Source: an optimization exercise on an open RTL-to-GDS flow (aim: small area and a short achievable clock period). Production flows keep margins and buffers that such runs may drop. Function was checked by simulation only, so behaviour that the tests miss may differ from the original.

==> flow/design.v (outline; a module is shown in full before it is edited, if it fits) <==
// module ch_compose: 195 lines
// module ch_tree: 180 lines
// module ch_treen: 180 lines
// module ch_atree: 179 lines
// module ch_add20: 204 lines
// module ch_cmp: 78 lines
// module ch_inc10: 67 lines
// module ch_inc8: 49 lines
module ch_compose (
    input  wire        clk,
    input  wire        rst,
    input  wire        in_valid,
    input  wire [1:0]  x_lo,
    input  wire [1:0]  y_lo,
    input  wire [1:0]  frame_lo,
    input  wire        depth8,
    input  wire [1:0]  dither,
    input  wire [29:0] fill,
    input  wire        l0_en,  input wire [2:0] l0_fmt,  input wire [39:0] l0_pix,  input wire [9:0] l0_galpha,
    input  wire        l1_en,  input wire [2:0] l1_fmt,  input wire [39:0] l1_pix,  input wire [9:0] l1_galpha,
    input  wire        l2_en,  input wire [2:0] l2_fmt,  input wire [39:0] l2_pix,  input wire [9:0] l2_galpha,
    input  wire        l3_en,  input wire [2:0] l3_fmt,  input wire [39:0] l3_pix,  input wire [9:0] l3_galpha,
    input  wire        l4_en,  input wire [2:0] l4_fmt,  input wire [39:0] l4_pix,  input wire [9:0] l4_galpha,
    input  wire        l5_en,  input wire [2:0] l5_fmt,  input wire [39:0] l5_pix,  input wire [9:0] l5_galpha,
    output reg         out_valid,
    output reg  [9:0]  out_r,
    output reg  [9:0]  out_g,
    output reg  [9:0]  out_b
);
  // ...
==> flow/run.sh <==
#!/bin/bash
# synth_recipe.tcl (not shown) runs the flow's synth.tcl, then flattens the netlist and writes it again
# the make line also repeats each setting of config.mk as NAME=value (left out here)
make -C /OpenROAD-flow-scripts/flow DESIGN_CONFIG=/design/flow/config.mk WORK_HOME=/design/flow/orfs CLKGATE_MAP_FILE= SYNTH_SCRIPT=/design/flow/synth_recipe.tcl finish
==> flow/config.mk <==
export PLATFORM = sky130hd
export DESIGN_NAME = ch_compose
export DESIGN_NICKNAME = ch_compose
export VERILOG_FILES = /design/flow/design.v
export SDC_FILE = /design/flow/constraint.sdc
export NUM_CORES = 4
export LEC_CHECK = 0
export CAP_MARGIN = 20
export CORE_MARGIN = 2
export CORE_UTILIZATION = 45
export PLACE_DENSITY = 0.6
export SLEW_MARGIN = 20
==> flow/constraint.sdc <==
create_clock -name core_clock -period 17.0 [get_ports {clk}]
set_input_delay 3.4000 -clock core_clock [delete_from_list [all_inputs] [get_ports {clk}]]
set_output_delay 3.4000 -clock core_clock [all_outputs]
set_load 0.01 [all_outputs]
==> impl_metrics.env, run 1 <==
export IMPL_status="timing/DRC/antenna clean"
export IMPL_cp_data_required_time_ps=17830
export IMPL_cp_depth=6
export IMPL_insertion_delay_ps=950
export IMPL_drt_iter0_drc=4995
export IMPL_grt_busiest_layer="met2"
export IMPL_largestClassByArea="multi-input gates"
export IMPL_drive_above_1_share_pct=11.1
export IMPL_min_from="g_lay[4].g_dl[3].ar[1]"
export IMPL_topRoutingLayerUsed="met5"
export IMPL_cts_max_level=5
export IMPL_synth_xor_xnor_area_share_pct=2.66
export IMPL_postCtsSetupBuffers=0
export IMPL_tap_cells=4950
export IMPL_gp_congestion=0.842
export IMPL_dp_hpwl_um=267000
export IMPL_regMostFlops="g_lay.g_dl.sr"
export IMPL_final_cells=20500
export IMPL_nClkBuffers=436
export IMPL_met3_usage_pct=2.17
export IMPL_final_setup_skew_ps=61.4
export IMPL_seq_cell_share_pct=34.4
export IMPL_fin_ws_ps=11570
export IMPL_synthAdderAreaFrac_pct=25.1
export IMPL_bufAreaShareNonClock_pct=2.41
export IMPL_synth_edf_count=0
export IMPL_pre_cts_ws_ps=10700
export IMPL_nFillCells=33500
export IMPL_grt_ovfl_total=0
export IMPL_die_area_um2=375000
export IMPL_placed_cells=19900
export IMPL_final_common_cell="dfxtp_1"
export IMPL_grt_max_degree=68
export IMPL_hp_class="reg2reg"
export IMPL_inv_count=2141
export IMPL_ys_seq_area_share_pct=38.5
export IMPL_synth_fp_nets=17900
export IMPL_post_route_min_period_ps=5430
export IMPL_ctsResizeCount=0
export IMPL_antenna_found_initial=18
export IMPL_rsz0062_at_grt="false"
==> run 2: changes to the inputs <==
==> flow/flow/run.sh (new file) <==
#!/bin/bash
# The standard layout (the standard.sh: standard synthesis, floorplan,
# placement, CTS, routing), with one change: the buffers that placement puts
# on every input and output port are sky130_fd_sc_hd__buf_2 cells instead of
# the cell buffer_ports picks by default.
set -euo pipefail
export BUFFER_PORTS_ARGS="-buffer_cell sky130_fd_sc_hd__buf_2"
bash standard.sh > standard_flow.log 2>&1
==> flow/standard.sh (new file) <==
#!/bin/bash
# synth_recipe.tcl (not shown) runs the flow's synth.tcl, then flattens the netlist and writes it again
# the make line also repeats each setting of config.mk as NAME=value (left out here)
make -C /OpenROAD-flow-scripts/flow DESIGN_CONFIG=/design/flow/config.mk WORK_HOME=/design/flow/orfs CLKGATE_MAP_FILE= SYNTH_SCRIPT=/design/flow/synth_recipe.tcl "${@:-finish}"
removed: flow/run.sh
==> run 2 against run 1 <==
Compared with the run above: critical path type unchanged; clock skew grew 12 ps; synthesized cell count stayed put; die area stayed put; largest cell class unchanged; via count barely moved; hold slack worse by 22 ps; worst setup slack improved by 380 ps; core utilization down 0.54 points.
==> impl_metrics.env, run 2 <==
export IMPL_async_flop_share_pct=0
export IMPL_dp_hpwl_um=267000
export IMPL_critical_path_startpoint_type="primary input"
export IMPL_io_pins=397
export IMPL_synth_most_common_cell="dfxtp_1"
export IMPL_synth_fp_nets=17900
export IMPL_critPathCaptureType="register"
export IMPL_synthCells=15200
export IMPL_final_setup_skew_ps=73.5
export IMPL_finalSetupViolations=0
export IMPL_drt_antenna_violating_nets=0
export IMPL_vias=103000
export IMPL_drt_iter0_drc=4806
export IMPL_clock_sinks=3205
export IMPL_slew_limit_headroom_pct=28.6
export IMPL_wl_per_cell_um=17.4
export IMPL_status="timing/DRC/antenna clean"
export IMPL_die_y_um=613
export IMPL_firstDrtPassIters=5
export IMPL_finalCritPeriodShare_pct=29.7
export IMPL_hold_path_end="g_lay[4].g_dl[10].sr[23]"
export IMPL_port_buffers=393
export IMPL_drv_cap=0
export IMPL_crit_fanout=26
export IMPL_yosysWarnings=3
export IMPL_clkTransAtPathRegs_ps=60
export IMPL_synth_seq_cells=3205
export IMPL_slew_viol_final=0
export IMPL_synth_ff_type="dfxtp_1"
export IMPL_largest_reg_flops=1080
export IMPL_r2r_end="g_ln[2].g_c[1].d[5]"
export IMPL_final_common_cell="dfxtp_1"
export IMPL_cts_buffer_depth=4
export IMPL_cts_tree="built"
export IMPL_drive_above_1_share_pct=13.7
export IMPL_holdWs_ps=272
export IMPL_r2r_cells=15
export IMPL_stdcell_area_um2=184000
export IMPL_ys_types=114
export IMPL_nFillCells=33500
export IMPL_fmax_mhz=198
export IMPL_ys_top_cells_by_area="dfxtp_1, fa_1, ha_1, mux2_2, mux2i_1"
export IMPL_cts_max_level=5
export IMPL_synth_edf_count=0
export IMPL_cts_root_buf="clkbuf_16"
export IMPL_hold_depth=0
export IMPL_insertion_delay_ps=970
export IMPL_tightest_slew_ps=1060
export IMPL_ctsResizeCount=0
export IMPL_placed_area_um2=173000
export IMPL_postCtsSetupBuffers=0
export IMPL_largest_registers="g_lay.g_dl.sr (1080), g_lay.g_dl.ar (360), g_ln.g_c.q0 (342)"
export IMPL_setup_tns_ps=0
export IMPL_r2r_start="g_ln[2].g_c[1].q0[5]"
export IMPL_ys_seq_area_share_pct=38.5
export IMPL_post_synth_cell_area_avg_um2=11.0
export IMPL_post_route_min_period_ps=5050
export IMPL_syn_area_um2=167000
export IMPL_finalHoldViolations=0
export IMPL_cts_buffers=335
export IMPL_synth_top_area_share_pct=38.5
export IMPL_die_width_um=613
export IMPL_final_nets=18000
export IMPL_cts_hold_buf=0
export IMPL_critPathArrivalTime_ps=5900
export IMPL_yosys_top_cells_count="dfxtp_1, inv_1, fa_1, mux2_2, mux2i_1"
export IMPL_die_area_um2=375000
export IMPL_min_from="g_lay[4].g_dl[9].sr[23]"
export IMPL_grt_pass1_vias=106000
export IMPL_rrSetupSlack_ps=12350
export IMPL_layout_common_cells="dfxtp_1, inv_1, fa_1, mux2_2, mux2i_1"
export IMPL_antenna_found_initial=21
export IMPL_areaGrowthSynthToFinish_pct=10.6
export IMPL_drt_total_wl_um=356000
export IMPL_regMostFlops="g_lay.g_dl.sr"
export IMPL_grt_ovfl_total=0
export IMPL_initial_core_util_pct=45.2
export IMPL_yosys_area_top_type="dfxtp_1"
export IMPL_hp_class="reg2reg"
export IMPL_coreArea_um2=369000
export IMPL_rsz0062_at_grt="false"
export IMPL_grt_first_pass_wirelength_um=577000
export IMPL_gp_congestion=0.844
export IMPL_crit_type="in2reg"
export IMPL_grt_max_degree=68
export IMPL_drcViolationCount=0
export IMPL_row_count=223
export IMPL_grt_usage_pct=19.0
export IMPL_via_per_inst=5.01
export IMPL_cp_data_required_time_ps=17850
==> run 2: how the worst max path moves through the flow <==
| stage | from | endpoint | slack (ps) | cells after the start |
|---|---|---|---|---|
| finish | l5_fmt[1] | g_lay[5].es0[20] | 11950 | 5 |
| global route | l5_fmt[1] | g_lay[5].es0[21] | 11830 | 5 |
| CTS | out_g[6] | out_g[6] | 12040 | 1 |
| detailed placement | l5_fmt[1] | g_lay[5].es0[18] | 11030 | 5 |
| global placement | l5_fmt[1] | g_lay[5].es0[18] | 11000 | 5 |
| floorplan | l2_fmt[1] | g_lay[2].es0[0] | 12100 | 5 |
==> run 2: logic make-up (layout without fill, tap and decap cells) <==
| kind of cell | count (synthesis) | in the layout | share of synthesized area, % |
|---|---|---|---|
| AO/OA/AOI/OAI | 1783 | 1783 | 7.51 |
| XOR/XNOR | 506 | 506 | 2.66 |
| adder cells (fa/ha/maj) | 2428 | 2428 | 25.1 |
| buffers and inverters | 2862 | 3221 | 6.46 |
| flip-flops | 3205 | 3205 | 38.5 |
| multiplexers | 1879 | 1879 | 12.0 |
| other | 0 | 5 | 0 |
| AND/OR/NAND/NOR | 2527 | 2527 | 7.85 |
==> run 2: critical path, stage by stage <==
cell and delay (ps):
buf_2 320, clkinv_1 700, nand2_1 970, o22ai_1 160, a221oi_1 340
==> run 2: layer usage <==
| layer | up-vias | routed length [um] | track usage [%] | share of wire [%] |
|---|---|---|---|---|
| li1 | 50000 | - | - | - |
| met1 | 50500 | 163000 | 25.2 | 46 |
| met2 | 1739 | 170000 | 32.3 | 48 |
| met3 | 557 | 12800 | 2.33 | 3.6 |
| met4 | 2 | 10800 | 5.92 | 3.0 |
| met5 | - | 13 | 0 | 0.0037 |
==> run 2: stage by stage <==
| stage | std cells | worst slack [ps] | utilization (%) |
|---|---|---|---|
| finish | 20500 | 11950 | 50.0 |
| global route | 20500 | 11830 | 50.0 |
| CTS | 20500 | 12040 | 50.0 |
| detailed placement | 19900 | 11030 | 46.8 |
| global placement | 19900 | 11000 | 46.8 |
| floorplan | 15200 | 12100 | - |
==> run 2: layout make-up <==
type                    instances  area (um2)  area share, %
inverters                    2141        8040           4.36
repair buffers                469        2540           1.38
well taps                    4950        6190           3.36
clock buffers                 431        9270           5.02
diodes                          5        12.5        0.00679
multi-input cells            9123       91900           49.8
flip-flops and latches       3205       64200           34.8
clock inverters               180        2330           1.26
==> module ch_compose, before the edit <==
module ch_compose (
    input  wire        clk,
    input  wire        rst,
    input  wire        in_valid,
    input  wire [1:0]  x_lo,
    input  wire [1:0]  y_lo,
    input  wire [1:0]  frame_lo,
    input  wire        depth8,
    input  wire [1:0]  dither,
    input  wire [29:0] fill,
    input  wire        l0_en,  input wire [2:0] l0_fmt,  input wire [39:0] l0_pix,  input wire [9:0] l0_galpha,
    input  wire        l1_en,  input wire [2:0] l1_fmt,  input wire [39:0] l1_pix,  input wire [9:0] l1_galpha,
    input  wire        l2_en,  input wire [2:0] l2_fmt,  input wire [39:0] l2_pix,  input wire [9:0] l2_galpha,
    input  wire        l3_en,  input wire [2:0] l3_fmt,  input wire [39:0] l3_pix,  input wire [9:0] l3_galpha,
    input  wire        l4_en,  input wire [2:0] l4_fmt,  input wire [39:0] l4_pix,  input wire [9:0] l4_galpha,
    input  wire        l5_en,  input wire [2:0] l5_fmt,  input wire [39:0] l5_pix,  input wire [9:0] l5_galpha,
    output reg         out_valid,
    output reg  [9:0]  out_r,
    output reg  [9:0]  out_g,
    output reg  [9:0]  out_b
);
    genvar n, k, c;
    localparam NR = 15;            
    reg [NR-1:0] v;
    always @(posedge clk) begin
        if (rst) begin
            v         <= {NR{1'b0}};
            out_valid <= 1'b0;
        end else begin
            v         <= {v[NR-2:0], in_valid};
            out_valid <= v[NR-1];
        end
    end
    wire [2:0]  fmt_i [0:5];
    wire [39:0] pix_i [0:5];
    wire [9:0]  ga_i  [0:5];
    assign fmt_i[0] = l0_fmt; assign pix_i[0] = l0_pix; assign ga_i[0] = l0_en ? l0_galpha : 10'd0;
    assign fmt_i[1] = l1_fmt; assign pix_i[1] = l1_pix; assign ga_i[1] = l1_en ? l1_galpha : 10'd0;
    assign fmt_i[2] = l2_fmt; assign pix_i[2] = l2_pix; assign ga_i[2] = l2_en ? l2_galpha : 10'd0;
    assign fmt_i[3] = l3_fmt; assign pix_i[3] = l3_pix; assign ga_i[3] = l3_en ? l3_galpha : 10'd0;
    assign fmt_i[4] = l4_fmt; assign pix_i[4] = l4_pix; assign ga_i[4] = l4_en ? l4_galpha : 10'd0;
    assign fmt_i[5] = l5_fmt; assign pix_i[5] = l5_pix; assign ga_i[5] = l5_en ? l5_galpha : 10'd0;
    reg [29:0] f0, f1, f2;
    always @(posedge clk) begin
        f0 <= fill;
        f1 <= f0;
        f2 <= f1;
    end
    wire [1:0] kx = (dither == 2'd2) ? x_lo + frame_lo : x_lo;
    wire [1:0] ky = (dither == 2'd2) ? y_lo + frame_lo : y_lo;
    wire [1:0] mt = ky[0] ? (kx[0] ? 2'd1 : 2'd3) : (kx[0] ? 2'd2 : 2'd0);
    wire [1:0] t0 = (dither == 2'd0) ? 2'd2 : mt;
    reg  [2:0] dt [0:NR-1];
    always @(posedge clk) begin
        dt[0] <= {depth8, t0};
    end
    generate
        for (k = 1; k < NR; k = k + 1) begin : g_dt
            always @(posedge clk) dt[k] <= dt[k-1];
        end
    endgenerate
    wire [9:0]  al  [0:5];
    wire [9:0]  aln [0:5];
    wire [29:0] sl  [0:5];
    generate
        for (n = 0; n < 6; n = n + 1) begin : g_lay
            reg  [9:0]  ea;
            reg  [29:0] es;
            always @(*) begin
                case (fmt_i[n])
                    3'd1: begin
                        ea = 10'd1023;
                        es = pix_i[n][29:0];
                    end
                    3'd2: begin    
                        ea = {5{pix_i[n][31:30]}};
                        es = pix_i[n][29:0];
                    end
                    3'd3: begin
                        ea = 10'd1023;
                        es = {pix_i[n][23:16], pix_i[n][23:22], pix_i[n][15:8], pix_i[n][15:14],
                              pix_i[n][7:0], pix_i[n][7:6]};
                    end
                    3'd4: begin
                        ea = {pix_i[n][31:24], pix_i[n][31:30]};
                        es = {pix_i[n][23:16], pix_i[n][23:22], pix_i[n][15:8], pix_i[n][15:14],
                              pix_i[n][7:0], pix_i[n][7:6]};
                    end
                    3'd5: begin    
                        ea = 10'd1023;
                        es = {pix_i[n][15:11], pix_i[n][15:11], pix_i[n][10:5], pix_i[n][10:7],
                              pix_i[n][4:0], pix_i[n][4:0]};
                    end
                    default: begin
                        ea = pix_i[n][39:30];
                        es = pix_i[n][29:0];
                    end
                endcase
            end
            reg [9:0]  ea0;
            reg [29:0] es0;
            reg [9:0]  ga0;
            always @(posedge clk) begin
                ea0 <= ea;
                es0 <= es;
                ga0 <= ga_i[n];
            end
            wire [19:0] p0, p1;
            ch_atree u_at (.A(ea0), .G(ga0), .r0(p0), .r1(p1));
            reg [19:0] p0r, p1r;
            reg [29:0] s1;
            always @(posedge clk) begin
                p0r <= p0;
                p1r <= p1;
                s1  <= es0;
            end
            wire [19:0] ax;
            ch_add20 u_ad (.a(p0r), .b(p1r), .x(ax));
            wire        ac;
            wire [9:0]  ai;
            ch_cmp   u_c (.h(ax[19:10]), .l(ax[9:0]), .c(ac));
            ch_inc10 u_i (.a(ax[19:10]), .y(ai));
            wire [9:0]  a1 = ac ? ai : ax[19:10];
            wire [9:0]  ad [1:12];
            wire [29:0] sd [1:12];
            assign ad[1] = a1;
            assign sd[1] = s1;
            for (k = 2; k <= 2 + 2 * n; k = k + 1) begin : g_dl
                reg [9:0]  ar;
                reg [29:0] sr;
                always @(posedge clk) begin
                    ar <= ad[k-1];
                    sr <= sd[k-1];
                end
                assign ad[k] = ar;
                assign sd[k] = sr;
            end
            reg [9:0] an;
            always @(posedge clk) an <= ~ad[1 + 2 * n];
            assign aln[n] = an;
            assign al[n]  = ad[2 + 2 * n];
            assign sl[n]  = sd[2 + 2 * n];
        end
    endgenerate
    wire [9:0] dr [0:6][0:2];
    generate
        for (c = 0; c < 3; c = c + 1) begin : g_f2
            assign dr[0][c] = f2[c*10 +: 10];
        end
        for (n = 0; n < 6; n = n + 1) begin : g_ln
            for (c = 0; c < 3; c = c + 1) begin : g_c
                wire [19:0] r0, r1;
                if (c == 2) begin : g_n
                    ch_treen u_t (.na(aln[n]), .s(sl[n][c*10 +: 10]), .d(dr[n][c]),
                                  .r0(r0), .r1(r1));
                end else begin : g_p
                    ch_tree u_t (.a(al[n]), .s(sl[n][c*10 +: 10]), .d(dr[n][c]),
                                 .r0(r0), .r1(r1));
                end
                reg [19:0] q0, q1;
                always @(posedge clk) begin
                    q0 <= r0;
                    q1 <= r1;
                end
                wire [19:0] x;
                ch_add20 u_ad (.a(q0), .b(q1), .x(x));
                wire        hc;
                wire [9:0]  hi;
                ch_cmp   u_c (.h(x[19:10]), .l(x[9:0]), .c(hc));
                ch_inc10 u_i (.a(x[19:10]), .y(hi));
                reg [9:0] d;
                always @(posedge clk) d <= hc ? hi : x[19:10];
                assign dr[n+1][c] = d;
            end
        end
    endgenerate
    wire [9:0] q [0:2];
    wire [1:0] tt = dt[NR-1][1:0];
    wire       d8 = dt[NR-1][2];
    generate
        for (c = 0; c < 3; c = c + 1) begin : g_out
            wire [9:0] h = dr[6][c];
            wire [7:0] hq;
            ch_inc8 u_i8 (.a(h[9:2]), .y(hq));
            wire [7:0] hs = (&h[9:2]) ? 8'hff : hq;
            wire [2:0] lo = {1'b0, h[1:0]} + {1'b0, tt};
            assign q[c] = d8 ? {2'b00, lo[2] ? hs : h[9:2]} : h;
        end
    endgenerate
    always @(posedge clk) begin
        out_r <= q[2];
        out_g <= q[1];
        out_b <= q[0];
    end
endmodule
==> module ch_atree, before the edit <==
module ch_atree (
    input  wire [9:0]  A,
    input  wire [9:0]  G,
    output wire [19:0] r0,
    output wire [19:0] r1
);
    wire [9:0] p0 = G[0] ? A : 10'd0;
    wire [9:0] p1 = G[1] ? A : 10'd0;
    wire [9:0] p2 = G[2] ? A : 10'd0;
    wire [9:0] p3 = G[3] ? A : 10'd0;
    wire [9:0] p4 = G[4] ? A : 10'd0;
    wire [9:0] p5 = G[5] ? A : 10'd0;
    wire [9:0] p6 = G[6] ? A : 10'd0;
    wire [9:0] p7 = G[7] ? A : 10'd0;
    wire [9:0] p8 = G[8] ? A : 10'd0;
    wire [9:0] p9 = G[9] ? A : 10'd0;
    wire w1 = p0[8] ^ p1[7];
    wire w2 = p0[8] & p1[7];
    wire w3 = p0[9] ^ p1[8] ^ p2[7];
    wire w4 = (p0[9] & p1[8]) | (p0[9] & p2[7]) | (p1[8] & p2[7]);
    wire w5 = p1[9] ^ p2[8];
    wire w6 = p1[9] & p2[8];
    wire w7 = p0[5] ^ p1[4];
    wire w8 = p0[5] & p1[4];
    wire w9 = p0[6] ^ p1[5] ^ p2[4];
    wire w10 = (p0[6] & p1[5]) | (p0[6] & p2[4]) | (p1[5] & p2[4]);
    wire w11 = p3[3] ^ p4[2];
    wire w12 = p3[3] & p4[2];
    wire w13 = p0[7] ^ p1[6] ^ p2[5];
    wire w14 = (p0[7] & p1[6]) | (p0[7] & p2[5]) | (p1[6] & p2[5]);
    wire w15 = p3[4] ^ p4[3] ^ p5[2];
    wire w16 = (p3[4] & p4[3]) | (p3[4] & p5[2]) | (p4[3] & p5[2]);
    wire w17 = p6[1] ^ p7[0];
    wire w18 = p6[1] & p7[0];
    wire w19 = p2[6] ^ p3[5] ^ p4[4];
    wire w20 = (p2[6] & p3[5]) | (p2[6] & p4[4]) | (p3[5] & p4[4]);
    wire w21 = p5[3] ^ p6[2] ^ p7[1];
    wire w22 = (p5[3] & p6[2]) | (p5[3] & p7[1]) | (p6[2] & p7[1]);
    wire w23 = p8[0] ^ 1'b1 ^ w1;
    wire w24 = (p8[0] & 1'b1) | (p8[0] & w1) | (1'b1 & w1);
    wire w25 = p3[6] ^ p4[5] ^ p5[4];
    wire w26 = (p3[6] & p4[5]) | (p3[6] & p5[4]) | (p4[5] & p5[4]);
    wire w27 = p6[3] ^ p7[2] ^ p8[1];
    wire w28 = (p6[3] & p7[2]) | (p6[3] & p8[1]) | (p7[2] & p8[1]);
    wire w29 = p9[0] ^ w2 ^ w3;
    wire w30 = (p9[0] & w2) | (p9[0] & w3) | (w2 & w3);
    wire w31 = p3[7] ^ p4[6] ^ p5[5];
    wire w32 = (p3[7] & p4[6]) | (p3[7] & p5[5]) | (p4[6] & p5[5]);
    wire w33 = p6[4] ^ p7[3] ^ p8[2];
    wire w34 = (p6[4] & p7[3]) | (p6[4] & p8[2]) | (p7[3] & p8[2]);
    wire w35 = p9[1] ^ w5 ^ w4;
    wire w36 = (p9[1] & w5) | (p9[1] & w4) | (w5 & w4);
    wire w37 = p2[9] ^ p3[8] ^ p4[7];
    wire w38 = (p2[9] & p3[8]) | (p2[9] & p4[7]) | (p3[8] & p4[7]);
    wire w39 = p5[6] ^ p6[5] ^ p7[4];
    wire w40 = (p5[6] & p6[5]) | (p5[6] & p7[4]) | (p6[5] & p7[4]);
    wire w41 = p8[3] ^ p9[2] ^ w6;
    wire w42 = (p8[3] & p9[2]) | (p8[3] & w6) | (p9[2] & w6);
    wire w43 = p3[9] ^ p4[8] ^ p5[7];
    wire w44 = (p3[9] & p4[8]) | (p3[9] & p5[7]) | (p4[8] & p5[7]);
    wire w45 = p6[6] ^ p7[5] ^ p8[4];
    wire w46 = (p6[6] & p7[5]) | (p6[6] & p8[4]) | (p7[5] & p8[4]);
    wire w47 = p4[9] ^ p5[8] ^ p6[7];
    wire w48 = (p4[9] & p5[8]) | (p4[9] & p6[7]) | (p5[8] & p6[7]);
    wire w49 = p0[3] ^ p1[2];
    wire w50 = p0[3] & p1[2];
    wire w51 = p0[4] ^ p1[3] ^ p2[2];
    wire w52 = (p0[4] & p1[3]) | (p0[4] & p2[2]) | (p1[3] & p2[2]);
    wire w53 = p3[1] ^ p4[0];
    wire w54 = p3[1] & p4[0];
    wire w55 = p2[3] ^ p3[2] ^ p4[1];
    wire w56 = (p2[3] & p3[2]) | (p2[3] & p4[1]) | (p3[2] & p4[1]);
    wire w57 = p5[0] ^ 1'b1 ^ w7;
    wire w58 = (p5[0] & 1'b1) | (p5[0] & w7) | (1'b1 & w7);
    wire w59 = p5[1] ^ p6[0] ^ 1'b1;
    wire w60 = (p5[1] & p6[0]) | (p5[1] & 1'b1) | (p6[0] & 1'b1);
    wire w61 = w8 ^ w11 ^ w9;
    wire w62 = (w8 & w11) | (w8 & w9) | (w11 & w9);
    wire w63 = 1'b1 ^ w12 ^ w17;
    wire w64 = (1'b1 & w12) | (1'b1 & w17) | (w12 & w17);
    wire w65 = w10 ^ w13 ^ w15;
    wire w66 = (w10 & w13) | (w10 & w15) | (w13 & w15);
    wire w67 = w18 ^ w14 ^ w16;
    wire w68 = (w18 & w14) | (w18 & w16) | (w14 & w16);
    wire w69 = w19 ^ w21 ^ w23;
    wire w70 = (w19 & w21) | (w19 & w23) | (w21 & w23);
    wire w71 = w20 ^ w22 ^ w25;
    wire w72 = (w20 & w22) | (w20 & w25) | (w22 & w25);
    wire w73 = w27 ^ w24 ^ w29;
    wire w74 = (w27 & w24) | (w27 & w29) | (w24 & w29);
    wire w75 = w26 ^ w28 ^ w31;
    wire w76 = (w26 & w28) | (w26 & w31) | (w28 & w31);
    wire w77 = w33 ^ w30 ^ w35;
    wire w78 = (w33 & w30) | (w33 & w35) | (w30 & w35);
    wire w79 = w32 ^ w34 ^ w37;
    wire w80 = (w32 & w34) | (w32 & w37) | (w34 & w37);
    wire w81 = w39 ^ w41 ^ w36;
    wire w82 = (w39 & w41) | (w39 & w36) | (w41 & w36);
    wire w83 = p9[3] ^ w38 ^ w40;
    wire w84 = (p9[3] & w38) | (p9[3] & w40) | (w38 & w40);
    wire w85 = w43 ^ w45 ^ w42;
    wire w86 = (w43 & w45) | (w43 & w42) | (w45 & w42);
    wire w87 = p7[6] ^ p8[5] ^ p9[4];
    wire w88 = (p7[6] & p8[5]) | (p7[6] & p9[4]) | (p8[5] & p9[4]);
    wire w89 = w44 ^ w46 ^ w47;
    wire w90 = (w44 & w46) | (w44 & w47) | (w46 & w47);
    wire w91 = p5[9] ^ p6[8] ^ p7[7];
    wire w92 = (p5[9] & p6[8]) | (p5[9] & p7[7]) | (p6[8] & p7[7]);
    wire w93 = p8[6] ^ p9[5] ^ w48;
    wire w94 = (p8[6] & p9[5]) | (p8[6] & w48) | (p9[5] & w48);
    wire w95 = p6[9] ^ p7[8] ^ p8[7];
    wire w96 = (p6[9] & p7[8]) | (p6[9] & p8[7]) | (p7[8] & p8[7]);
    wire w97 = p0[2] ^ p1[1];
    wire w98 = p0[2] & p1[1];
    wire w99 = p2[1] ^ p3[0] ^ 1'b1;
    wire w100 = (p2[1] & p3[0]) | (p2[1] & 1'b1) | (p3[0] & 1'b1);
    wire w101 = 1'b1 ^ w50 ^ w53;
    wire w102 = (1'b1 & w50) | (1'b1 & w53) | (w50 & w53);
    wire w103 = w54 ^ w52 ^ w55;
    wire w104 = (w54 & w52) | (w54 & w55) | (w52 & w55);
    wire w105 = w56 ^ w59 ^ w58;
    wire w106 = (w56 & w59) | (w56 & w58) | (w59 & w58);
    wire w107 = w60 ^ w63 ^ w62;
    wire w108 = (w60 & w63) | (w60 & w62) | (w63 & w62);
    wire w109 = w64 ^ w66 ^ w67;
    wire w110 = (w64 & w66) | (w64 & w67) | (w66 & w67);
    wire w111 = w68 ^ w71 ^ w70;
    wire w112 = (w68 & w71) | (w68 & w70) | (w71 & w70);
    wire w113 = w72 ^ w75 ^ w77;
    wire w114 = (w72 & w75) | (w72 & w77) | (w75 & w77);
    wire w115 = w76 ^ w79 ^ w78;
    wire w116 = (w76 & w79) | (w76 & w78) | (w79 & w78);
    wire w117 = w80 ^ w83 ^ w85;
    wire w118 = (w80 & w83) | (w80 & w85) | (w83 & w85);
    wire w119 = w87 ^ w84 ^ w89;
    wire w120 = (w87 & w84) | (w87 & w89) | (w84 & w89);
    wire w121 = w88 ^ w91 ^ w90;
    wire w122 = (w88 & w91) | (w88 & w90) | (w91 & w90);
    wire w123 = p9[6] ^ w92 ^ w95;
    wire w124 = (p9[6] & w92) | (p9[6] & w95) | (w92 & w95);
    wire w125 = p7[9] ^ p8[8] ^ p9[7];
    wire w126 = (p7[9] & p8[8]) | (p7[9] & p9[7]) | (p8[8] & p9[7]);
    wire w127 = p0[1] ^ p1[0];
    wire w128 = p0[1] & p1[0];
    wire w129 = p2[0] ^ 1'b1 ^ w97;
    wire w130 = (p2[0] & 1'b1) | (p2[0] & w97) | (1'b1 & w97);
    wire w131 = w98 ^ w49 ^ w99;
    wire w132 = (w98 & w49) | (w98 & w99) | (w49 & w99);
    wire w133 = w100 ^ w51 ^ w101;
    wire w134 = (w100 & w51) | (w100 & w101) | (w51 & w101);
    wire w135 = w102 ^ w57 ^ w103;
    wire w136 = (w102 & w57) | (w102 & w103) | (w57 & w103);
    wire w137 = w104 ^ w61 ^ w105;
    wire w138 = (w104 & w61) | (w104 & w105) | (w61 & w105);
    wire w139 = w65 ^ w106 ^ w107;
    wire w140 = (w65 & w106) | (w65 & w107) | (w106 & w107);
    wire w141 = w69 ^ w108 ^ w109;
    wire w142 = (w69 & w108) | (w69 & w109) | (w108 & w109);
    wire w143 = w110 ^ w73 ^ w111;
    wire w144 = (w110 & w73) | (w110 & w111) | (w73 & w111);
    wire w145 = w74 ^ w112 ^ w113;
    wire w146 = (w74 & w112) | (w74 & w113) | (w112 & w113);
    wire w147 = w81 ^ w114 ^ w115;
    wire w148 = (w81 & w114) | (w81 & w115) | (w114 & w115);
    wire w149 = w82 ^ w117 ^ w116;
    wire w150 = (w82 & w117) | (w82 & w116) | (w117 & w116);
    wire w151 = w86 ^ w119 ^ w118;
    wire w152 = (w86 & w119) | (w86 & w118) | (w119 & w118);
    wire w153 = w93 ^ w121 ^ w120;
    wire w154 = (w93 & w121) | (w93 & w120) | (w121 & w120);
    wire w155 = w94 ^ w123 ^ w122;
    wire w156 = (w94 & w123) | (w94 & w122) | (w123 & w122);
    wire w157 = w96 ^ w125 ^ w124;
    wire w158 = (w96 & w125) | (w96 & w124) | (w125 & w124);
    wire w159 = p8[9] ^ p9[8] ^ w126;
    wire w160 = (p8[9] & p9[8]) | (p8[9] & w126) | (p9[8] & w126);
    assign r0 = {1'b0, w160, w158, w156, w154, w152, w150, w148, w146, w144, w142, w140, w138, w136, w134, w132, w130, w128, w127, p0[0]};
    assign r1 = {1'b0, p9[9], w159, w157, w155, w153, w151, w149, w147, w145, w143, w141, w139, w137, w135, w133, w131, w129, 1'b1, 1'b1};
endmodule
==> run 3: changes to the inputs <==
--- a/flow/design.v
+++ b/flow/design.v
@@ -65,48 +65,39 @@
     generate
         for (n = 0; n < 6; n = n + 1) begin : g_lay
             reg  [9:0]  ea;
-            reg  [29:0] es;
             always @(*) begin
                 case (fmt_i[n])
-                    3'd1: begin
-                        ea = 10'd1023;
-                        es = pix_i[n][29:0];
-                    end
-                    3'd2: begin    
-                        ea = {5{pix_i[n][31:30]}};
-                        es = pix_i[n][29:0];
-                    end
-                    3'd3: begin
-                        ea = 10'd1023;
-                        es = {pix_i[n][23:16], pix_i[n][23:22], pix_i[n][15:8], pix_i[n][15:14],
-                              pix_i[n][7:0], pix_i[n][7:6]};
-                    end
-                    3'd4: begin
-                        ea = {pix_i[n][31:24], pix_i[n][31:30]};
-                        es = {pix_i[n][23:16], pix_i[n][23:22], pix_i[n][15:8], pix_i[n][15:14],
-                              pix_i[n][7:0], pix_i[n][7:6]};
-                    end
-                    3'd5: begin    
-                        ea = 10'd1023;
-                        es = {pix_i[n][15:11], pix_i[n][15:11], pix_i[n][10:5], pix_i[n][10:7],
-                              pix_i[n][4:0], pix_i[n][4:0]};
-                    end
-                    default: begin
-                        ea = pix_i[n][39:30];
-                        es = pix_i[n][29:0];
-                    end
+                    3'd2:    ea = {5{pix_i[n][31:30]}};         
+                    3'd4:    ea = {pix_i[n][31:24], pix_i[n][31:30]};
+                    3'd6,
+                    3'd7,
+                    3'd0:    ea = pix_i[n][39:30];
+                    default: ea = 10'd1023;
                 endcase
             end
             reg [9:0]  ea0;
-            reg [29:0] es0;
             reg [9:0]  ga0;
+            reg [2:0]  fm0;
+            reg [29:0] px0;
             always @(posedge clk) begin
                 ea0 <= ea;
-                es0 <= es;
                 ga0 <= ga_i[n];
+                fm0 <= fmt_i[n];
+                px0 <= pix_i[n][29:0];
+            end
+            reg  [29:0] es0;
+            always @(*) begin
+                case (fm0)
+                    3'd3,
+                    3'd4:    es0 = {px0[23:16], px0[23:22], px0[15:8], px0[15:14],
+                                    px0[7:0], px0[7:6]};
+                    3'd5:    es0 = {px0[15:11], px0[15:11], px0[10:5], px0[10:7],
+                                    px0[4:0], px0[4:0]};          
+                    default: es0 = px0;
+                endcase
             end
             wire [19:0] p0, p1;
-            ch_atree u_at (.A(ea0), .G(ga0), .r0(p0), .r1(p1));
+            ch_atree u_at (.A(ea0), .G(ga0), .g(p0), .p(p1));
             reg [19:0] p0r, p1r;
             reg [29:0] s1;
             always @(posedge clk) begin
@@ -115,7 +106,7 @@
                 s1  <= es0;
             end
             wire [19:0] ax;
-            ch_add20 u_ad (.a(p0r), .b(p1r), .x(ax));
+            ch_addgp u_ad (.g(p0r), .p(p1r), .x(ax));
             wire        ac;
             wire [9:0]  ai;
             ch_cmp   u_c (.h(ax[19:10]), .l(ax[9:0]), .c(ac));
@@ -556,8 +547,8 @@
 module ch_atree (
     input  wire [9:0]  A,
     input  wire [9:0]  G,
-    output wire [19:0] r0,
-    output wire [19:0] r1
+    output wire [19:0] g,
+    output wire [19:0] p
 );
     wire [9:0] p0 = G[0] ? A : 10'd0;
     wire [9:0] p1 = G[1] ? A : 10'd0;
@@ -729,8 +720,174 @@
     wire w158 = (w96 & w125) | (w96 & w124) | (w125 & w124);
     wire w159 = p8[9] ^ p9[8] ^ w126;
     wire w160 = (p8[9] & p9[8]) | (p8[9] & w126) | (p9[8] & w126);
-    assign r0 = {1'b0, w160, w158, w156, w154, w152, w150, w148, w146, w144, w142, w140, w138, w136, w134, w132, w130, w128, w127, p0[0]};
-    assign r1 = {1'b0, p9[9], w159, w157, w155, w153, w151, w149, w147, w145, w143, w141, w139, w137, w135, w133, w131, w129, 1'b1, 1'b1};
+    wire [19:0] r0 = {1'b0, w160, w158, w156, w154, w152, w150, w148, w146, w144, w142, w140, w138, w136, w134, w132, w130, w128, w127, p0[0]};
+    wire [19:0] r1 = {1'b0, p9[9], w159, w157, w155, w153, w151, w149, w147, w145, w143, w141, w139, w137, w135, w133, w131, w129, 1'b1, 1'b1};
+    assign g = r0 & r1;
+    assign p = r0 ^ r1;
+endmodule
+module ch_addgp (
+    input  wire [19:0] g,
+    input  wire [19:0] p,
+    output wire [19:0] x
+);
+    wire w1 = g[1] | (p[1] & g[0]);
+    wire w2 = p[1] & p[0];
+    wire w3 = g[2] | (p[2] & g[1]);
+    wire w4 = p[2] & p[1];
+    wire w5 = g[3] | (p[3] & g[2]);
+    wire w6 = p[3] & p[2];
+    wire w7 = g[4] | (p[4] & g[3]);
+    wire w8 = p[4] & p[3];
+    wire w9 = g[5] | (p[5] & g[4]);
+    wire w10 = p[5] & p[4];
+    wire w11 = g[6] | (p[6] & g[5]);
+    wire w12 = p[6] & p[5];
+    wire w13 = g[7] | (p[7] & g[6]);
+    wire w14 = p[7] & p[6];
+    wire w15 = g[8] | (p[8] & g[7]);
+    wire w16 = p[8] & p[7];
+    wire w17 = g[9] | (p[9] & g[8]);
+    wire w18 = p[9] & p[8];
+    wire w19 = g[10] | (p[10] & g[9]);
+    wire w20 = p[10] & p[9];
+    wire w21 = g[11] | (p[11] & g[10]);
+    wire w22 = p[11] & p[10];
+    wire w23 = g[12] | (p[12] & g[11]);
+    wire w24 = p[12] & p[11];
+    wire w25 = g[13] | (p[13] & g[12]);
+    wire w26 = p[13] & p[12];
+    wire w27 = g[14] | (p[14] & g[13]);
+    wire w28 = p[14] & p[13];
+    wire w29 = g[15] | (p[15] & g[14]);
+    wire w30 = p[15] & p[14];
+    wire w31 = g[16] | (p[16] & g[15]);
+    wire w32 = p[16] & p[15];
+    wire w33 = g[17] | (p[17] & g[16]);
+    wire w34 = p[17] & p[16];
+    wire w35 = g[18] | (p[18] & g[17]);
+    wire w36 = p[18] & p[17];
+    wire w37 = g[19] | (p[19] & g[18]);
+    wire w38 = p[19] & p[18];
+    wire w39 = w3 | (w4 & g[0]);
+    wire w40 = w4 & p[0];
+    wire w41 = w5 | (w6 & w1);
+    wire w42 = w6 & w2;
+    wire w43 = w7 | (w8 & w3);
+    wire w44 = w8 & w4;
+    wire w45 = w9 | (w10 & w5);
+    wire w46 = w10 & w6;
+    wire w47 = w11 | (w12 & w7);
+    wire w48 = w12 & w8;
+    wire w49 = w13 | (w14 & w9);
+    wire w50 = w14 & w10;
+    wire w51 = w15 | (w16 & w11);
+    wire w52 = w16 & w12;
+    wire w53 = w17 | (w18 & w13);
+    wire w54 = w18 & w14;
+    wire w55 = w19 | (w20 & w15);
+    wire w56 = w20 & w16;
+    wire w57 = w21 | (w22 & w17);
+    wire w58 = w22 & w18;
+    wire w59 = w23 | (w24 & w19);
+    wire w60 = w24 & w20;
+    wire w61 = w25 | (w26 & w21);
+    wire w62 = w26 & w22;
+    wire w63 = w27 | (w28 & w23);
+    wire w64 = w28 & w24;
+    wire w65 = w29 | (w30 & w25);
+    wire w66 = w30 & w26;
+    wire w67 = w31 | (w32 & w27);
+    wire w68 = w32 & w28;
+    wire w69 = w33 | (w34 & w29);
+    wire w70 = w34 & w30;
+    wire w71 = w35 | (w36 & w31);
+    wire w72 = w36 & w32;
+    wire w73 = w37 | (w38 & w33);
+    wire w74 = w38 & w34;
+    wire w75 = w43 | (w44 & g[0]);
+    wire w76 = w44 & p[0];
+    wire w77 = w45 | (w46 & w1);
+    wire w78 = w46 & w2;
+    wire w79 = w47 | (w48 & w39);
+    wire w80 = w48 & w40;
+    wire w81 = w49 | (w50 & w41);
+    wire w82 = w50 & w42;
+    wire w83 = w51 | (w52 & w43);
+    wire w84 = w52 & w44;
+    wire w85 = w53 | (w54 & w45);
+    wire w86 = w54 & w46;
+    wire w87 = w55 | (w56 & w47);
+    wire w88 = w56 & w48;
+    wire w89 = w57 | (w58 & w49);
+    wire w90 = w58 & w50;
+    wire w91 = w59 | (w60 & w51);
+    wire w92 = w60 & w52;
+    wire w93 = w61 | (w62 & w53);
+    wire w94 = w62 & w54;
+    wire w95 = w63 | (w64 & w55);
+    wire w96 = w64 & w56;
+    wire w97 = w65 | (w66 & w57);
+    wire w98 = w66 & w58;
+    wire w99 = w67 | (w68 & w59);
+    wire w100 = w68 & w60;
+    wire w101 = w69 | (w70 & w61);
+    wire w102 = w70 & w62;
+    wire w103 = w71 | (w72 & w63);
+    wire w104 = w72 & w64;
+    wire w105 = w73 | (w74 & w65);
+    wire w106 = w74 & w66;
+    wire w107 = w83 | (w84 & g[0]);
+    wire w108 = w84 & p[0];
+    wire w109 = w85 | (w86 & w1);
+    wire w110 = w86 & w2;
+    wire w111 = w87 | (w88 & w39);
+    wire w112 = w88 & w40;
+    wire w113 = w89 | (w90 & w41);
+    wire w114 = w90 & w42;
+    wire w115 = w91 | (w92 & w75);
+    wire w116 = w92 & w76;
+    wire w117 = w93 | (w94 & w77);
+    wire w118 = w94 & w78;
+    wire w119 = w95 | (w96 & w79);
+    wire w120 = w96 & w80;
+    wire w121 = w97 | (w98 & w81);
+    wire w122 = w98 & w82;
+    wire w123 = w99 | (w100 & w83);
+    wire w124 = w100 & w84;
+    wire w125 = w101 | (w102 & w85);
+    wire w126 = w102 & w86;
+    wire w127 = w103 | (w104 & w87);
+    wire w128 = w104 & w88;
+    wire w129 = w105 | (w106 & w89);
+    wire w130 = w106 & w90;
+    wire w131 = w123 | (w124 & g[0]);
+    wire w132 = w124 & p[0];
+    wire w133 = w125 | (w126 & w1);
+    wire w134 = w126 & w2;
+    wire w135 = w127 | (w128 & w39);
+    wire w136 = w128 & w40;
+    wire w137 = w129 | (w130 & w41);
+    wire w138 = w130 & w42;
+    wire w139 = p[1] ^ g[0];
+    wire w140 = p[2] ^ w1;
+    wire w141 = p[3] ^ w39;
+    wire w142 = p[4] ^ w41;
+    wire w143 = p[5] ^ w75;
+    wire w144 = p[6] ^ w77;
+    wire w145 = p[7] ^ w79;
+    wire w146 = p[8] ^ w81;
+    wire w147 = p[9] ^ w107;
+    wire w148 = p[10] ^ w109;
+    wire w149 = p[11] ^ w111;
+    wire w150 = p[12] ^ w113;
+    wire w151 = p[13] ^ w115;
+    wire w152 = p[14] ^ w117;
+    wire w153 = p[15] ^ w119;
+    wire w154 = p[16] ^ w121;
+    wire w155 = p[17] ^ w131;
+    wire w156 = p[18] ^ w133;
+    wire w157 = p[19] ^ w135;
+    assign x = {w157, w156, w155, w154, w153, w152, w151, w150, w149, w148, w147, w146, w145, w144, w143, w142, w141, w140, w139, p[0]};
 endmodule
 module ch_add20 (
     input  wire [19:0] a,
--- a/flow/config.mk
+++ b/flow/config.mk
@@ -8,5 +8,7 @@
 export CAP_MARGIN = 20
 export CORE_MARGIN = 2
 export CORE_UTILIZATION = 45
+export CTS_CLUSTER_DIAMETER = 80
+export CTS_CLUSTER_SIZE = 30
 export PLACE_DENSITY = 0.6
 export SLEW_MARGIN = 20
==> run 3 against run 2 <==
Compared with the run above: die area about the same; worst setup slack better by 180 ps; critical path type is now reg2reg.
==> impl_metrics.env, run 3 <==
export IMPL_status="timing/DRC/antenna clean"
export IMPL_cpMaxStageDelayCell="o21bai_1"
export IMPL_r2r_start="g_ln[0].g_c[1].q0[2]"
export IMPL_crit_type="reg2reg"
export IMPL_grt_first_pass_wirelength_um=570000
export IMPL_grt_ovfl_total=0
export IMPL_regMostFlops="g_lay.g_dl.sr"
export IMPL_cts_tree="built"
export IMPL_ys_types=110
export IMPL_final_setup_skew_ps=77.0
export IMPL_slew_limit_headroom_pct=31.4
export IMPL_hold_depth=0
export IMPL_cpPeakStageDelay_ps=610
export IMPL_cp_data_required_time_ps=17780
export IMPL_async_flop_share_pct=0
export IMPL_tightest_slew_ps=1020
export IMPL_synth_xor_xnor_area_share_pct=2.87
export IMPL_firstDrtPassIters=5
export IMPL_insertion_delay_ps=940
export IMPL_synth_top_area_share_pct=38.8
export IMPL_ctsResizeCount=0
export IMPL_drt_antenna_violating_nets=0
export IMPL_drcViolationCount=0
export IMPL_finalCritPeriodShare_pct=28.7
export IMPL_fmax_mhz=205
export IMPL_slew_viol_final=0
export IMPL_post_synth_cell_area_avg_um2=11.1
export IMPL_synth_seq_cells=3235
export IMPL_synth_compound_area_share_pct=7.15
export IMPL_grt_pass1_vias=104000
export IMPL_port_buffers=393
export IMPL_synth_most_common_cell="dfxtp_1"
export IMPL_dp_hpwl_um=269000
export IMPL_postLayoutCoreUtil_pct=48.6
export IMPL_cts_buffers=176
export IMPL_stdcell_area_um2=179000
export IMPL_yosys_top_cells_count="dfxtp_1, inv_1, fa_1, mux2i_1, mux2_2"
export IMPL_clock_sinks=3235
export IMPL_drt_total_wl_um=353000
export IMPL_post_route_min_period_ps=4870
export IMPL_drive_above_1_share_pct=11.8
export IMPL_synthMuxAreaShare_pct=11.9
export IMPL_io_pins=397
export IMPL_drt_iter0_drc=4594
export IMPL_coreArea_um2=369000
export IMPL_vias=101000
export IMPL_r2r_cells=14
export IMPL_synthAdderAreaFrac_pct=25.1
export IMPL_via_per_inst=5.00
export IMPL_crit_chain="ha_1 > nor2b_1 > o31a_1 > o2111ai_1 > a21oi_1 > or2_1 > o311ai_2 > a22oi_1 > o31ai_1 > o211ai_1 > maj3_1 > o21bai_1 > nand4_1 > xor2_1"
export IMPL_row_count=223
export IMPL_yosys_area_top_type="dfxtp_1"
export IMPL_clkTransAtPathRegs_ps=100
export IMPL_hold_path_end="g_lay[4].g_dl[9].sr[23]"
export IMPL_wl_per_cell_um=17.5
export IMPL_synthCells=15100
export IMPL_die_width_um=613
export IMPL_synth_ff_type="dfxtp_1"
export IMPL_die_area_um2=376000
export IMPL_grt_usage_pct=18.9
export IMPL_synth_top_family_by_area="adder cells"
export IMPL_postCtsSetupBuffers=0
export IMPL_yosysWarnings=3
export IMPL_largest_registers="g_lay.g_dl.sr (1080), g_lay.g_dl.ar (360), g_ln.g_c.q0 (342)"
export IMPL_r2r_end="g_ln[0].g_c[1].d[4]"
export IMPL_hp_class="reg2reg"
export IMPL_finalSetupViolations=0
export IMPL_min_from="g_lay[4].g_dl[8].sr[23]"
export IMPL_synth_simple_area_share_pct=7.68
export IMPL_cts_max_level=4
export IMPL_areaGrowthSynthToFinish_pct=7.50
export IMPL_final_nets=17800
export IMPL_critPathCaptureType="register"
export IMPL_critical_path_startpoint_type="register"
export IMPL_finalHoldViolations=0
export IMPL_critPathArrivalTime_ps=5650
export IMPL_initial_core_util_pct=45.2
export IMPL_synth_fp_nets=17800
export IMPL_grt_max_degree=39
export IMPL_synth_edf_count=0
export IMPL_syn_area_um2=167000
export IMPL_crit_fanout=11
export IMPL_gp_congestion=0.828
export IMPL_cts_buffer_depth=4
export IMPL_largest_reg_flops=1080
export IMPL_setup_tns_ps=0
export IMPL_rsz0062_at_grt="false"
export IMPL_cts_hold_buf=0
export IMPL_antenna_found_initial=18
export IMPL_rrSetupSlack_ps=12130
export IMPL_die_y_um=613
export IMPL_final_common_cell="dfxtp_1"
export IMPL_layout_common_cells="dfxtp_1, inv_1, fa_1, mux2i_1, mux2_2"
export IMPL_ys_seq_area_share_pct=38.8
export IMPL_cts_root_buf="clkbuf_16"
export IMPL_drv_cap=0
export IMPL_ys_top_cells_by_area="dfxtp_1, fa_1, ha_1, mux2_2, mux2i_1"
export IMPL_placed_area_um2=173000
run 3: cell count changes after synthesis, sizes merged, moves of 30 or more:
| cell | previous run | this run |
|---|---|---|
| a221o | 93 | 127 |
| and2 | 557 | 627 |
| clkbuf | 459 | 417 |
| dfxtp | 3205 | 3235 |
| inv | 2139 | 2178 |
| nand2 | 637 | 572 |
| nand2b | 121 | 87 |
| nor2 | 419 | 376 |
| o21ai | 311 | 236 |
| o22a | 8 | 49 |
| o22ai | 71 | 28 |
| xnor2 | 323 | 365 |
run 3: how the worst max path moves through the flow:
stage | from | end | slack [ps] | cells after the start
floorplan | l0_fmt[1] | g_lay[0].ea0[2] | 12530 | 4
global placement | g_ln[0].g_c[1].q0[2] | g_ln[0].g_c[1].d[6] | 12250 | 14
detailed placement | g_ln[0].g_c[1].q0[2] | g_ln[0].g_c[1].d[6] | 12210 | 14
CTS | out_r[5] | out_r[5] | 12080 | 1
global route | g_ln[0].g_c[1].q0[2] | g_ln[0].g_c[1].d[6] | 11800 | 14
finish | g_ln[0].g_c[1].q0[2] | g_ln[0].g_c[1].d[4] | 12130 | 14
run 3: per-layer routing:
metal  vias up  global-route usage (%)  share of wire (%)
met5         -                       0             0.0037
met4         2                    6.00                3.1
met2      1366                    33.3                 49
met1     49600                    24.1                 44
met3       486                    2.06                3.2
li1      49200                       -                  -
run 3: logic make-up after synthesis:
kind of cell | count (synthesis)
AO/OA/AOI/OAI | 1681
XOR/XNOR | 545
buffers and inverters | 2857
adder cells (fa/ha/maj) | 2442
multiplexers | 1874
AND/OR/NAND/NOR | 2454
flip-flops | 3235
run 3: metrics by stage:
stage	std cells	worst slack [ps]	hold WS, ps
global placement	19800	12250	310
CTS	20100	12080	297
global route	20100	11800	292
finish	20100	12130	290
floorplan	15100	12530	310
detailed placement	19800	12210	312
run 3: final cells by class:
class	count	area, um2
fillers	33800	190000
multi-input cells	8996	91500
flip-flops and latches	3235	64800
inverters	2178	8180
well taps	4950	6190
clock buffers	189	4560
repair buffers	472	2560
clock inverters	100	1700
diodes	14	35.0
run 3: critical path, delay by kind of cell, from the launching register on:
family,cells,cell delay [ps]
xor+xnor,1,400
fa+ha+maj,2,710
flops,1,320
simple gates,3,690
compound gates,8,2620
==> run 4: changes to the inputs <==
--- a/flow/config.mk
+++ b/flow/config.mk
@@ -11,4 +11,4 @@
 export CTS_CLUSTER_DIAMETER = 80
 export CTS_CLUSTER_SIZE = 30
 export PLACE_DENSITY = 0.6
-export SLEW_MARGIN = 20
+export SLEW_MARGIN = 65
==> run 4 against run 3 <==
Compared with the run above: wire length barely moved; worst setup slack improved by 80 ps; flip-flop and latch count did not move; area after synthesis did not move; sequential share of layout area fell by 0.21 points; largest cell class unchanged; via count barely moved.
==> impl_metrics.env, run 4 <==
export IMPL_pre_cts_ws_ps=12370
export IMPL_status="timing/DRC/antenna clean"
export IMPL_finalCritPeriodShare_pct=28.2
export IMPL_firstDrtPassIters=6
export IMPL_cts_buffers=175
export IMPL_gp_congestion=0.828
export IMPL_postLayoutCoreUtil_pct=49.0
export IMPL_drt_total_wl_um=353000
export IMPL_critPathCaptureType="output port"
export IMPL_finalSetupViolations=0
export IMPL_min_from="g_lay[4].g_dl[8].sr[23]"
export IMPL_row_count=223
export IMPL_insertion_delay_ps=950
export IMPL_final_nets=17800
export IMPL_final_cells=20200
export IMPL_path_buf_inv=1
export IMPL_async_flop_share_pct=0
export IMPL_rsz0062_at_grt="false"
export IMPL_synth_fp_nets=17800
export IMPL_crit_fanout=1
export IMPL_synth_top_family_by_area="adder cells"
export IMPL_slew_viol_final=0
export IMPL_drcViolationCount=0
export IMPL_wl_per_cell_um=17.5
export IMPL_grt_first_pass_wirelength_um=571000
export IMPL_ctsResizeCount=0
export IMPL_cp_data_required_time_ps=13600
export IMPL_postCtsSetupBuffers=0
export IMPL_layout_common_cells="dfxtp_1, inv_1, fa_1, mux2i_1, mux2_2"
export IMPL_hp_class="reg2reg"
export IMPL_r2r_start="g_ln[2].g_c[1].q0[2]"
export IMPL_cts_max_level=4
export IMPL_coreArea_um2=369000
export IMPL_crit_type="reg2out"
export IMPL_yosys_area_top_type="dfxtp_1"
export IMPL_synthCells=15100
export IMPL_synth_most_common_cell="dfxtp_1"
export IMPL_synth_top_area_share_pct=38.8
export IMPL_synth_ff_type="dfxtp_1"
export IMPL_drive_above_1_share_pct=13.7
export IMPL_slew_limit_headroom_pct=61.6
export IMPL_ys_top_cells_by_area="dfxtp_1, fa_1, ha_1, mux2_2, mux2i_1"
export IMPL_die_area_um2=376000
export IMPL_synth_seq_cells=3235
export IMPL_io_pins=397
export IMPL_cts_tree="built"
export IMPL_largest_registers="g_lay.g_dl.sr (1080), g_lay.g_dl.ar (360), g_ln.g_c.q0 (342)"
export IMPL_post_route_min_period_ps=4790
export IMPL_tightest_slew_ps=576
export IMPL_cpPeakStageDelay_ps=330
export IMPL_ys_types=110
export IMPL_port_buffers=393
export IMPL_finalHoldViolations=0
export IMPL_clock_sinks=3235
export IMPL_post_synth_cell_area_avg_um2=11.1
export IMPL_crit_family="flip-flops"
export IMPL_critPathArrivalTime_ps=1390
export IMPL_largest_reg_flops=1080
export IMPL_grt_usage_pct=18.9
export IMPL_regMostFlops="g_lay.g_dl.sr"
export IMPL_cpMaxStageDelayCell="dfxtp_1"
export IMPL_via_per_inst=5.00
export IMPL_critical_path_startpoint_type="register"
export IMPL_initial_core_util_pct=45.2
export IMPL_synth_xor_xnor_area_share_pct=2.87
export IMPL_cts_hold_buf=0
export IMPL_synth_compound_area_share_pct=7.15
export IMPL_die_width_um=613
export IMPL_dp_hpwl_um=270000
export IMPL_ys_seq_area_share_pct=38.8
export IMPL_syn_area_um2=167000
export IMPL_die_y_um=613
export IMPL_final_setup_skew_ps=64.2
export IMPL_yosys_top_cells_count="dfxtp_1, inv_1, fa_1, mux2i_1, mux2_2"
export IMPL_drt_iter0_drc=4740
export IMPL_grt_max_degree=39
export IMPL_synth_simple_area_share_pct=7.68
export IMPL_grt_pass1_vias=105000
export IMPL_crit_chain="buf_2"
export IMPL_antenna_found_initial=14
export IMPL_drt_antenna_violating_nets=0
export IMPL_clkTransAtPathRegs_ps=100
export IMPL_vias=101000
export IMPL_synth_edf_count=0
export IMPL_areaGrowthSynthToFinish_pct=8.41
export IMPL_fin_ws_ps=12210
export IMPL_setup_tns_ps=0
export IMPL_crit_start="out_r[5]"
export IMPL_placed_cells=19800
export IMPL_final_common_cell="dfxtp_1"
export IMPL_synthMuxAreaShare_pct=11.9
export IMPL_fmax_mhz=209
export IMPL_drv_cap=0
export IMPL_grt_ovfl_total=0
export IMPL_cts_root_buf="clkbuf_16"
export IMPL_synthAdderAreaFrac_pct=25.1
export IMPL_cts_buffer_depth=4
export IMPL_yosysWarnings=3
## run 4: cell counts after synthesis
Identical to the previous run, type by type.
## run 4: path summary, 6_finish.rpt
| path | to | slack (ps) | cells past startpoint |
|---|---|---|---|
| worst max-delay path | out_r[5] | 12210 | 1 |
| worst min-delay path | g_lay[4].g_dl[9].sr[23] | 310 | 0 |
| worst max register to register | g_ln[2].g_c[1].d[8] | 12540 | 14 |
| worst min register to register | g_lay[4].g_dl[9].sr[23] | 310 | 0 |
## run 4: area by class of cell
cell class                      count  area, um2
Sequential cell                  3235      64900
Timing Repair Buffer              494       2690
Tap cell                         4950       6190
Inverter                         2178       8180
Antenna cell                        9       22.5
Clock inverter                    104       1830
Clock buffer                      186       4490
Multi-Input combinational cell   8996      92600
Fill cell                       33600     188000
## run 4: kinds of logic (layout without fill, tap and decap cells)
kind of cell	Yosys count	count (layout)
xor+xnor	545	545
fa+ha+maj	2442	2442
simple gates	2454	2454
other cells	0	9
mux	1874	1874
buf+inv	2857	2962
compound gates	1681	1681
flops	3235	3235
## run 4: layer usage
layer	vias to the layer above	GRT usage [%]	share of wire, %
li1	49300	-	-
met1	49700	24.1	45
met2	1318	33.4	49
met3	470	1.89	3.0
met4	2	5.80	3.1
met5	-	0	0.0025
## run 4: through the flow
step	hold WS [ps]	instance area, um2
after CTS	311	181000
after detailed placement	312	174000
after floorplan	310	167000
final	310	181000
after global placement	310	173000
after global routing	303	181000

## separate check: timing with driven ports
The results above use ideal ports. As a check the final layouts listed here were re-extracted and re-timed, cells and wires unchanged. Step 1 sets driving cells, clkbuf_16 on the clock port and buf_2 on the other inputs (assumed; they add their load-dependent delay and slew). Step 2 also shifts input and output timing later by t, the mid clock arrival at the registers, as if the neighbouring blocks saw the same clock. Slacks: no drivers / after step 1 / after step 2; pairs: no drivers / after step 1.
| run | t, ns | slack for setup (ns) | clock arrival spread, ns | worst register clock-pin slew, ns | worst data-port slew with drivers (ns) |
|---|---|---|---|---|---|
| run 1 | 1.034 | 11.567 / 11.655 / 10.621 | 0.083 / 0.083 | 0.07 / 0.07 | 0.11 |
| run 2 | 1.030 | 11.952 / 12.035 / 11.005 | 0.096 / 0.095 | 0.07 / 0.07 | 0.13 |
| run 3 | 1.006 | 12.128 / 12.100 / 12.128 | 0.088 / 0.088 | 0.11 / 0.11 | 0.18 |
| run 4 | 1.020 | 12.209 / 12.103 / 12.341 | 0.070 / 0.069 | 0.11 / 0.11 | 0.17 |
After both steps every run listed still meets setup and hold. For run 2, which loses most, drivers alone change the setup slack by +0.083 ns; drivers and shift together by -0.947 ns.
